This is an optimization exercise on Yosys and OpenROAD, whose aim is small area, a short achievable clock period and few clock cycles, not a production implementation.
Only simulation tests tie the RTL to the original design; equivalence was not proved.
Power is estimated from default activity; no workload was simulated.

==> module cv_unit, before the edit <==
module cv_unit (
    input  wire        clk,
    input  wire        rst,           
    input  wire        engine_held,   
    input  wire        req_valid,
    output wire        req_ready,
    input  wire        req_write,
    input  wire [11:0] req_addr,      
    input  wire [1:0]  req_size,      
    input  wire [63:0] req_wdata,     
    output reg         rsp_valid,
    output reg  [63:0] rsp_rdata,
    output reg         host_event
);
    reg  [1:0]  poly;
    reg         use_seed;
    reg  [63:0] seed;
    reg  [63:0] state;              
    reg  [63:0] count;
    reg         p_k1, p_k2, p_k4;   
    reg  [31:0] p_data;             
    reg         p_restart;
    reg         p_hold;             
    reg         rd_wait;
    reg  [6:0]  r_sel;
    reg         r_held;
    assign req_ready = !rd_wait;
    wire       d_event, d_read, d_restart, d_config, d_seed_lo, d_seed_hi;
    wire       d_k1, d_k2, d_k4, d_hold;
    wire [31:0] d_data;
    wire [6:0] d_sel;
    cv_unit_dec_event u_dec_event (
        .rst(rst), .engine_held(engine_held), .req_valid(req_valid),
        .req_write(req_write), .req_addr(req_addr), .req_size(req_size),
        .busy(rd_wait), .cfg_bad(req_wdata[2]), .poly(poly),
        .event_o(d_event)
    );
    cv_unit_dec_config u_dec_config (
        .rst(rst), .engine_held(engine_held), .req_valid(req_valid),
        .req_write(req_write), .req_addr(req_addr), .req_size(req_size),
        .busy(rd_wait), .cfg_bad(req_wdata[2]), .poly(poly),
        .restart_o(d_restart), .config_o(d_config)
    );
    cv_unit_dec_seed u_dec_seed (
        .rst(rst), .engine_held(engine_held), .req_valid(req_valid),
        .req_write(req_write), .req_addr(req_addr), .req_size(req_size),
        .busy(rd_wait), .cfg_bad(req_wdata[2]), .poly(poly),
        .seed_lo_o(d_seed_lo), .seed_hi_o(d_seed_hi)
    );
    cv_unit_dec_feed u_dec_feed (
        .rst(rst), .engine_held(engine_held), .req_valid(req_valid),
        .req_write(req_write), .req_addr(req_addr), .req_size(req_size),
        .busy(rd_wait), .cfg_bad(req_wdata[2]), .poly(poly),
        .k1_o(d_k1), .k2_o(d_k2), .k4_o(d_k4), .hold_o(d_hold)
    );
    cv_unit_dec_read u_dec_read (
        .rst(rst), .engine_held(engine_held), .req_valid(req_valid),
        .req_write(req_write), .req_addr(req_addr), .req_size(req_size),
        .busy(rd_wait), .cfg_bad(req_wdata[2]), .poly(poly),
        .read_o(d_read), .sel_o(d_sel)
    );
    cv_unit_align u_align (
        .req_addr(req_addr[1:0]), .req_size(req_size), .req_wdata(req_wdata[31:0]), .data_o(d_data)
    );
    wire [63:0] state_next, count_next;
    cv_unit_crc u_crc (
        .state(state), .poly(poly), .use_seed(use_seed), .seed(seed),
        .k1(p_k1), .k2(p_k2), .k4(p_k4), .data(p_data),
        .restart(p_restart), .hold(p_hold), .state_next(state_next)
    );
    assign count_next = {64{!p_restart}} & (count + {61'h0, p_k4, p_k2, p_k1});
    wire [63:0] rdata;
    cv_unit_rdata u_rdata (
        .sel(rd_wait ? r_sel : d_sel), .state(state), .count(count), .seed(seed),
        .poly(poly), .use_seed(use_seed), .held(rd_wait ? r_held : engine_held), .rdata(rdata)
    );
    always @(posedge clk) begin
        state     <= state_next;
        count     <= count_next;
        p_data    <= d_data;
        r_sel     <= d_sel;
        r_held    <= engine_held;
        rsp_rdata <= rdata;
    end
    always @(posedge clk) begin
        if (rst) begin
            poly       <= 2'd1;
            use_seed   <= 1'b0;
            seed       <= 64'h0;
            p_k1       <= 1'b0;
            p_k2       <= 1'b0;
            p_k4       <= 1'b0;
            p_restart  <= 1'b1;
            p_hold     <= 1'b0;
            rsp_valid  <= 1'b0;
            rd_wait    <= 1'b0;
            host_event <= 1'b0;
        end else begin
            host_event <= d_event;
            rsp_valid  <= (d_read && p_hold) || rd_wait;
            rd_wait    <= d_read && !p_hold;
            p_k1       <= d_k1;
            p_k2       <= d_k2;
            p_k4       <= d_k4;
            p_restart  <= d_restart;
            p_hold     <= d_hold;
            if (d_config) begin
                poly     <= req_wdata[1:0];
                use_seed <= req_wdata[8];
            end
            if (d_seed_lo) seed[31:0]  <= req_wdata[31:0];
            if (d_seed_hi) seed[63:32] <= req_wdata[63:32];
        end
    end
endmodule
==> module cv_unit_dec_read, before the edit <==
module cv_unit_dec_read (
    input  wire        rst,
    input  wire        engine_held,
    input  wire        req_valid,
    input  wire        busy,          
    input  wire        req_write,
    input  wire [11:0] req_addr,
    input  wire [1:0]  req_size,
    input  wire        cfg_bad,       
    input  wire [1:0]  poly,
    output wire        read_o,        
    output wire [6:0]  sel_o    
);
    localparam [8:0] R_FEED = 9'h020;
    wire [2:0] lane = req_addr[2:0];
    wire [1:0] size = req_size;
    wire low_win    = (req_addr[11:6] == 6'd0);
    wire at_config  = low_win && (req_addr[5:3] == 3'd0);
    wire at_seed    = low_win && (req_addr[5:3] == 3'd1);
    wire at_result  = low_win && (req_addr[5:3] == 3'd2);
    wire at_count   = low_win && (req_addr[5:3] == 3'd3);
    wire at_status  = low_win && (req_addr[5:3] == 3'd4);
    wire at_restart = low_win && (req_addr[5:3] == 3'd5);
    wire at_feed    = (req_addr[11:3] == R_FEED) && !lane[2];
    wire ok48 = size[1] && (lane[1:0] == 2'b00) && !(size[0] && lane[2]);
    wire ok124 = (size == 2'd0) || (size == 2'd1 && !lane[0]) || (size == 2'd2 && lane[1:0] == 2'b00);
    wire size_ok = (req_write && at_feed) ? ok124 : ok48;
    wire wr_feed    = req_write && at_feed && ok124;
    wire wr_config  = req_write && ok48 && at_config && !lane[2];
    wire wr_restart = req_write && ok48 && at_restart;
    wire held_drop  = engine_held && (wr_feed || wr_config || wr_restart);
    wire accept = req_valid && !rst && !busy;
    wire feed   = accept && wr_feed && !engine_held;
    assign read_o    = accept && !req_write;
    assign sel_o = {ok48 && at_status,
                    ok48 && at_count,
                    ok48 && at_result && (poly == 2'd3),
                    ok48 && at_result && (poly == 2'd2),
                    ok48 && at_result && !poly[1],
                    ok48 && at_seed,
                    ok48 && at_config};
endmodule
==> flow/config.mk <==
export PLATFORM = sky130hd
export DESIGN_NAME = cv_unit
export DESIGN_NICKNAME = cv_unit
export VERILOG_FILES = /design/flow/design.v
export SDC_FILE = /design/flow/constraint.sdc
export NUM_CORES = 4
export LEC_CHECK = 0
export CAP_MARGIN = 20
export CORE_MARGIN = 2
export CORE_UTILIZATION = 40
export SLEW_MARGIN = 20
export SYNTH_HIERARCHICAL = 1
==> flow/constraint.sdc <==
create_clock -name core_clock -period 10.0 [get_ports {clk}]
set_input_delay 2.0000 -clock core_clock [delete_from_list [all_inputs] [get_ports {clk}]]
set_output_delay 2.0000 -clock core_clock [all_outputs]
set_load 0.01 [all_outputs]
standard.sh (not shown) runs the stock make flow with config.mk's settings and CLKGATE_MAP_FILE= SYNTH_SCRIPT=/design/flow/synth_recipe.tcl, a recipe that flattens the netlist after the stock synthesis.
==> flow/flow/run.sh <==
#!/bin/bash
set -euo pipefail
bash standard.sh SETUP_SLACK_MARGIN=6.5 "BUFFER_PORTS_ARGS=-buffer_cell sky130_fd_sc_hd__buf_4" finish > flow_make.log 2>&1
Testbench counts at the start, summed over its fixed seeds: cycles 13,387.
Rerun with:
--- a/flow/design.v
+++ b/flow/design.v
@@ -26,12 +26,13 @@
     reg         r_held;
     assign req_ready = !rd_wait;
     wire       d_event, d_read, d_restart, d_config, d_seed_lo, d_seed_hi;
     wire       d_k1, d_k2, d_k4, d_hold;
     wire [31:0] d_data;
     wire [6:0] d_sel;
+    wire       d_held;
     cv_unit_dec_event u_dec_event (
         .rst(rst), .engine_held(engine_held), .req_valid(req_valid),
         .req_write(req_write), .req_addr(req_addr), .req_size(req_size),
         .busy(rd_wait), .cfg_bad(req_wdata[2]), .poly(poly),
         .event_o(d_event)
     );
@@ -54,35 +55,38 @@
         .k1_o(d_k1), .k2_o(d_k2), .k4_o(d_k4), .hold_o(d_hold)
     );
     cv_unit_dec_read u_dec_read (
         .rst(rst), .engine_held(engine_held), .req_valid(req_valid),
         .req_write(req_write), .req_addr(req_addr), .req_size(req_size),
         .busy(rd_wait), .cfg_bad(req_wdata[2]), .poly(poly),
-        .read_o(d_read), .sel_o(d_sel)
+        .r_sel(r_sel), .r_held(r_held),
+        .read_o(d_read), .sel_o(d_sel), .held_o(d_held)
     );
     cv_unit_align u_align (
         .req_addr(req_addr[1:0]), .req_size(req_size), .req_wdata(req_wdata[31:0]), .data_o(d_data)
     );
     wire [63:0] state_next, count_next;
     cv_unit_crc u_crc (
         .state(state), .poly(poly), .use_seed(use_seed), .seed(seed),
         .k1(p_k1), .k2(p_k2), .k4(p_k4), .data(p_data),
         .restart(p_restart), .hold(p_hold), .state_next(state_next)
     );
-    assign count_next = {64{!p_restart}} & (count + {61'h0, p_k4, p_k2, p_k1});
+    cv_unit_count u_count (
+        .count(count), .k1(p_k1), .k2(p_k2), .k4(p_k4), .restart(p_restart), .count_next(count_next)
+    );
     wire [63:0] rdata;
     cv_unit_rdata u_rdata (
-        .sel(rd_wait ? r_sel : d_sel), .state(state), .count(count), .seed(seed),
-        .poly(poly), .use_seed(use_seed), .held(rd_wait ? r_held : engine_held), .rdata(rdata)
+        .sel(d_sel), .state(state), .count(count), .seed(seed),
+        .poly(poly), .use_seed(use_seed), .held(d_held), .rdata(rdata)
     );
     always @(posedge clk) begin
         state     <= state_next;
         count     <= count_next;
         p_data    <= d_data;
         r_sel     <= d_sel;
-        r_held    <= engine_held;
+        r_held    <= d_held;
         rsp_rdata <= rdata;
     end
     always @(posedge clk) begin
         if (rst) begin
             poly       <= 2'd1;
             use_seed   <= 1'b0;
@@ -264,14 +268,17 @@
     input  wire        busy,          
     input  wire        req_write,
     input  wire [11:0] req_addr,
     input  wire [1:0]  req_size,
     input  wire        cfg_bad,       
     input  wire [1:0]  poly,
+    input  wire [6:0]  r_sel,         
+    input  wire        r_held,
     output wire        read_o,        
-    output wire [6:0]  sel_o    
+    output wire [6:0]  sel_o,         
+    output wire        held_o         
 );
     localparam [8:0] R_FEED = 9'h020;
     wire [2:0] lane = req_addr[2:0];
     wire [1:0] size = req_size;
     wire low_win    = (req_addr[11:6] == 6'd0);
     wire at_config  = low_win && (req_addr[5:3] == 3'd0);
@@ -288,19 +295,21 @@
     wire wr_config  = req_write && ok48 && at_config && !lane[2];
     wire wr_restart = req_write && ok48 && at_restart;
     wire held_drop  = engine_held && (wr_feed || wr_config || wr_restart);
     wire accept = req_valid && !rst && !busy;
     wire feed   = accept && wr_feed && !engine_held;
     assign read_o    = accept && !req_write;
-    assign sel_o = {ok48 && at_status,
+    assign sel_o = busy ? r_sel :
+                   {ok48 && at_status,
                     ok48 && at_count,
                     ok48 && at_result && (poly == 2'd3),
                     ok48 && at_result && (poly == 2'd2),
                     ok48 && at_result && !poly[1],
                     ok48 && at_seed,
                     ok48 && at_config};
+    assign held_o = busy ? r_held : engine_held;
 endmodule
 module cv_unit_align (
     input  wire [1:0]  req_addr,
     input  wire [1:0]  req_size,
     input  wire [31:0] req_wdata,
     output reg  [31:0] data_o
@@ -311,12 +320,20 @@
             2'd1:    data_o = req_addr[1] ? {16'h0, req_wdata[23:16], req_wdata[31:24]}
                                           : {16'h0, req_wdata[7:0],   req_wdata[15:8]};
             default: data_o = {req_wdata[7:0], req_wdata[15:8], req_wdata[23:16], req_wdata[31:24]};
         endcase
     end
 endmodule
+module cv_unit_count (
+    input  wire [63:0] count,
+    input  wire        k1, k2, k4,    
+    input  wire        restart,
+    output wire [63:0] count_next
+);
+    assign count_next = {64{!restart}} & (count + {61'h0, k4, k2, k1});
+endmodule
 module cv_unit_crc (
     input  wire [63:0] state,
     input  wire [1:0]  poly,
     input  wire        use_seed,
     input  wire [63:0] seed,
     input  wire        k1, k2, k4,    
Result:
- The changed run passed the timing, design-rule and antenna checks
- synthesized cell count is about the same
- die area stays flat
- worst setup slack is worse by 55 ps
- routed wire length falls by 3.4%
- sequential power is about the same
- cell count rises by 0.31%
- maximum frequency falls by 1.5%
- via count falls by 0.31%
- global-route usage falls by 1.3 points
- first-iteration DRC count falls by 8.9%
- clock skew falls by 7.8 ps
- critical path depth falls by 1
- utilization falls by 0.77 points
Testbench counts after the change, summed over its fixed seeds: cycles 13,387.

==> afterwards: timing with drivers on the ports <==
How much do the figures lean on ideal ports? The routed layouts below were timed once more, with nothing changed but the port constraints. Step 1 assumes that a clkbuf_16 drives the clock port and a buf_2 every other input. Step 2 times the ports against the registers' clock, not the clock port: input delays grow and output delays shrink by t, the midpoint of the rising clock arrivals with the driver on. Three values: ideal, step 1, step 2; two values: the first two.
run | t, ns | setup WS [ns] | worst hold slack (ns) | worst setup path at the end | pins driven straight from the clock port
the first run | 0.604 | 6.428 / 6.428 / 5.981 | 0.463 / 0.463 / 0.463 | input to register | 1
the second run | 0.617 | 6.373 / 6.373 / 6.062 | 0.456 / 0.456 / 0.456 | input to register | 1
After both steps every run listed still meets setup and hold. The setup slack of the first run, which loses most, moves by 0.000 ns with the drivers and by -0.447 ns with both steps.
